This is an optimization exercise on Yosys and OpenROAD, whose aim is small area, a short achievable clock period and few clock cycles per item, not a production implementation.

==> fjord <==
Design fp8_block_int8, start of the top module:
module fp8_block_int8 (
    input  wire        clk,
    input  wire        rst,
    input  wire        in_valid,
    output wire        in_ready,
    input  wire        in_wr,       
    input  wire [5:0]  in_idx,      
    input  wire [63:0] in_data,     
    input  wire        in_fmt,      
    input  wire [1:0]  in_rmode,    
    input  wire [7:0]  in_scale,    
    input  wire        in_first,    
    output wire        out_valid,
    input  wire        out_ready,
    output wire [63:0] out_data,    
    output wire [7:0]  out_scale,   
    output wire [3:0]  out_fault    
);
clock: 40.0 ns
lec_check: 0
cap_margin: 20
core_margin: 2
core_utilization: 65
place_density: 0.75
slew_margin: 20
run.sh (not shown) runs the stock make flow with config.mk's settings and CLKGATE_MAP_FILE= SYNTH_SCRIPT=/design/flow/synth_recipe.tcl, a recipe that flattens the netlist after the stock synthesis.
==> tundra (differences from fjord) <==
--- a/flow/design.v
+++ b/flow/design.v
@@ -620,21 +620,18 @@
     wire issue  = (start && !rin_wr) ||
                   (busy && !p_wr && ph == pcnt && room);
     wire c_wr   = start ? rin_wr  : p_wr;
     wire [5:0] widx = start ? rin_idx : p_idx;
     wire wapply = (start || busy) && c_wr && ph == widx[4:3];
     wire den    = start ? f_den   : p_den;
     wire par    = start ? rin_par : p_par;
-    reg  par_x;
-    always @(posedge clk)
-        par_x <= (ph == 2'd3) ? rin_par : par;
     wire dcommit = issue & den;
     wire [31:0] wsrc  = (ph == 2'd0) ? S3[31:0] : wd;
     wire [31:0] wval  = seeding ? seed_rom : wsrc;
-    wire        wlive = seeding | (wapply & (wsrc != 32'd0));
+    wire        wnz   = seeding | (wsrc != 32'd0);    
     wire [5:0]  wgen  = seeding ? {sc[5], sc[1:0], sc[4:2]} : widx;
     always @(posedge clk) begin
         if (rst_r) begin
             busy    <= 1'b0;
             pend    <= 1'b0;
             pcnt    <= 2'd0;
         end else begin
@@ -664,33 +661,38 @@
             p_osc <= f_osc;
             p_flt <= f_flt;
             wd    <= S3[31:0];
         end
     end
     reg  [255:0] G0 [0:3];
     reg  [255:0] G1 [0:3];
-    wire [255:0] xr = par_x ? G1[0] : G0[0];
+    reg  [23:0]  xsel;
+    wire [23:0]  xsel_n;
     wire [255:0] tail0, tail1;
     wire [199:0] dnext;      
     reg  [199:0] dreg;
     genvar l;
     generate
         for (l = 0; l < 8; l = l + 1) begin : lane
-            wire        xw = wlive && wgen[2:0] == l;
-            wire [31:0] xv = xw ? wval : xr[32*l +: 32];
+            wire [2:0]  sl = xsel[3*l +: 3];
+            wire [31:0] xv = ({32{sl[0]}} & G0[0][32*l +: 32]) |
+                             ({32{sl[1]}} & G1[0][32*l +: 32]) |
+                             ({32{sl[2]}} & wval);
             wire [31:0] nv;
             bic_adv u_adv (.s(xv), .n(nv));
-            bic_whiten u_wht (.x(xr[32*l +: 32]), .d(dnext[25*l +: 25]));
-            wire t0 = (dcommit && !par) || (xw && !wgen[5]);
-            wire t1 = (dcommit &&  par) || (xw &&  wgen[5]);
+            bic_whiten u_wht (.x(xv), .d(dnext[25*l +: 25]));
+            wire tw = sl[2] && wnz;
+            wire t0 = (dcommit && !par) || (tw && !wgen[5]);
+            wire t1 = (dcommit &&  par) || (tw &&  wgen[5]);
             assign tail0[32*l +: 32] = t0 ? nv : G0[0][32*l +: 32];
             assign tail1[32*l +: 32] = t1 ? nv : G1[0][32*l +: 32];
         end
     endgenerate
     always @(posedge clk) begin
+        xsel  <= xsel_n;
         G0[0] <= G0[1]; G0[1] <= G0[2]; G0[2] <= G0[3]; G0[3] <= tail0;
         G1[0] <= G1[1]; G1[1] <= G1[2]; G1[2] <= G1[3]; G1[3] <= tail1;
         dreg  <= dnext;
     end
     always @(posedge clk)
         issue_r <= ~rst_r & issue;
     wire [63:0] qv;
@@ -704,59 +706,70 @@
                 .draw  (dreg[25*l +: 25]),
                 .kill  (p_flt != 4'd0),
                 .q     (qv[8*l +: 8])
             );
         end
     endgenerate
     wire [75:0] res = {p_flt, p_osc, qv};
-    assign room = (qn + {2'b0, issue_r}) < 3'd4;
-    reg  [75:0] F [0:3];
-    reg  [75:0] H;
-    reg  [1:0]  wp;            
-    reg  [1:0]  hc;            
-    reg  [2:0]  qn;            
-    reg         ov_r;          
+    assign room = ({1'b0, cnt} + {2'b0, issue_r}) < 3'd3;
+    reg  [75:0] E0, E1, E2;
+    reg  [1:0]  cnt;
+    reg         ov_r;
     wire        pop   = ov_r & out_ready;
-    wire        push  = issue_r;
-    wire [1:0]  nxt   = hc + {1'b0, ov_r};
-    wire [2:0]  qrem  = qn - {2'b0, ov_r};           
-    wire        nxt_ok = (qrem != 3'd0) || push;
-    wire [75:0] nxt_v = (qrem == 3'd0) ? res : F[nxt];
+    wire [1:0]  cnt_n = cnt - {1'b0, pop} + {1'b0, issue_r};
     always @(posedge clk) begin
-        if (push)
-            F[wp] <= res;
-        H <= nxt_v;
         if (rst_r) begin
-            wp   <= 2'd0;
-            hc   <= 2'd0;
-            qn   <= 3'd0;
+            cnt  <= 2'd0;
             ov_r <= 1'b0;
         end else begin
-            wp   <= wp + {1'b0, push};
-            hc   <= hc + {1'b0, pop};
-            qn   <= qn + {2'b0, push} - {2'b0, pop};
-            ov_r <= !rst && !rst_r && nxt_ok && (!ov_r || out_ready);
+            cnt  <= cnt_n;
+            ov_r <= !rst && (cnt_n != 2'd0);
+        end
+        if (pop) begin
+            E0 <= (cnt >= 2'd2) ? E1 : res;
+            E1 <= (cnt == 2'd3) ? E2 : res;
+            E2 <= res;
+        end else begin
+            if (cnt == 2'd0) E0 <= res;
+            if (cnt == 2'd1) E1 <= res;
+            if (cnt == 2'd2) E2 <= res;
         end
     end
     assign out_valid = ov_r;
-    assign out_data  = H[63:0];
-    assign out_scale = H[71:64];
-    assign out_fault = H[75:72];
+    assign out_data  = E0[63:0];
+    assign out_scale = E0[71:64];
+    assign out_fault = E0[75:72];
     wire [1:0] icnt_n   = fire ? ((icnt == 2'd0 && in_wr) ? 2'd0 : icnt + 2'd1) : icnt;
     wire [1:0] ph_n     = ph + 2'd1;
     wire       seed_n   = seeding && sc != 6'd63;
     wire       pend_n   = (fire && (icnt == 2'd3 || (icnt == 2'd0 && in_wr))) || (pend && !start);
     wire       busy_n   = start ? (rin_wr ? (rin_idx[4:3] != 2'd0) : 1'b1) :
                           (busy && !(p_wr ? ph == p_idx[4:3] : (issue && pcnt == 2'd3)));
     wire       pwr_n    = start ? rin_wr : p_wr;
     wire [1:0] pcnt_n   = start ? 2'd1 : (busy && !p_wr && issue) ? pcnt + 2'd1 : pcnt;
-    wire       room_n   = (qn + {2'b0, issue_r} + {2'b0, issue}) < 3'd4;
+    wire       room_n   = ({1'b0, cnt_n} + {2'b0, issue}) < 3'd3;
     wire       rwr_n    = cap0 ? in_wr : rin_wr;
     wire       start_n  = !seed_n && ph_n == 2'd0 && !busy_n && pend_n && (rwr_n || room_n);
     wire       issue_n  = busy_n && !pwr_n && ph_n == pcnt_n && room_n;
     wire       slot_ok  = (icnt_n == 2'd0) ? (!pend_n || start_n)
                                            : (!busy_n || pwr_n || pcnt_n > icnt_n || issue_n);
+    wire       seed_nx  = rst_r || (seeding && sc != 6'd63);
+    wire [5:0] sc_nx    = rst_r ? 6'd0 : seeding ? sc + 6'd1 : sc;
+    wire [5:0] pidx_n   = start ? rin_idx : p_idx;
+    wire [5:0] widx_n   = start_n ? rin_idx : pidx_n;
+    wire       cwr_n    = start_n ? rwr_n : pwr_n;
+    wire       wapp_n   = !rst_r && (start_n || busy_n) && cwr_n && ph_n == widx_n[4:3];
+    wire [2:0] wlane_n  = seed_nx ? sc_nx[4:2] : widx_n[2:0];
+    wire       wsel_n   = seed_nx || wapp_n;
+    wire       par_n    = (ph == 2'd3) ? rin_par : par;
+    genvar m;
+    generate
+        for (m = 0; m < 8; m = m + 1) begin : nsel
+            wire w = wsel_n && wlane_n == m;
+            assign xsel_n[3*m +: 3] = {w, !w && par_n, !w && !par_n};
+        end
+    endgenerate
     always @(posedge clk) begin
         in_ready_r <= !rst && !rst_r && !seed_n && ph_n == icnt_n && slot_ok;
         icnt       <= rst_r ? 2'd0 : icnt_n;
     end
 endmodule
==> sierra (differences from fjord) <==
- CAP_MARGIN: 20 -> 50
- SLEW_MARGIN: 20 -> 80
==> nickel (differences from fjord) <==
- CORE_UTILIZATION: 65 -> 40
- PLACE_DENSITY: 0.75 -> 0.6
==> results.cfg <==
[outcome]
status = finished clean

[finish]
most-common-layout-cells = dfxtp_1, inv_1, fa_1
final_core_util_pct = 72.8

[detailed_routing]
drt_pass1_iterations = 9

[synth]
yosys-top-cells-area = dfxtp_1, fa_1, edfxtp_1
-- figures above: tundra

==> results.cfg <==
[outcome]
status = finished clean

[finish]
most-common-layout-cells = dfxtp_1, inv_1, fa_1

[synth]
yosys-top-cells-area = dfxtp_1, fa_1, edfxtp_1

[detailed_routing]
drt_pass1_iterations = 9
-- figures above: nickel

==> results.cfg <==
[finish]
most-common-layout-cells = dfxtp_1, inv_1, fa_1
final_core_util_pct = 83.3

[detailed_routing]
drt_pass1_iterations = 9

[synth]
yosys-top-cells-area = dfxtp_1, fa_1, edfxtp_1

[outcome]
status = finished clean
-- figures above: sierra

==> results.cfg <==
[synth]
yosys-top-cells-area = dfxtp_1, fa_1, edfxtp_1

[outcome]
status = finished clean

[detailed_routing]
drt_pass1_iterations = 8

[floorplan]
die_w_um = 488

[grt]
grt_util_met1_pct = 49.3
-- figures above: fjord

Function was not checked in any run of this note: the RTL went through the layout flow alone.

## separate check: timing with driven ports
In the flow no input, the clock included, has a driving cell. The finished layouts below were timed again as built, in two steps.
Step 1 assumes that a clkbuf_16 drives the clock port and a buf_2 every other input.
Step 2, shift: input delay + t, output delay - t, t = (earliest + latest rising clock arrival at the registers) / 2. This alone moves slack from input paths to output paths.
Three values: no drivers, after step 1, after step 2; two values: the first two.
run	t (ns)	setup slack, ns	worst slew at a driven data input, ns
fjord	1.046	29.052 / 29.052 / 29.052	0.14
tundra	1.031	28.316 / 28.316 / 27.498	0.10
sierra	1.069	28.749 / 28.749 / 28.389	0.13
nickel	1.022	28.572 / 28.572 / 28.572	0.05
After both steps setup and hold are still met in every run listed. The setup slack of tundra, which loses most, moves by 0.000 ns with the drivers and by -0.818 ns with both steps.
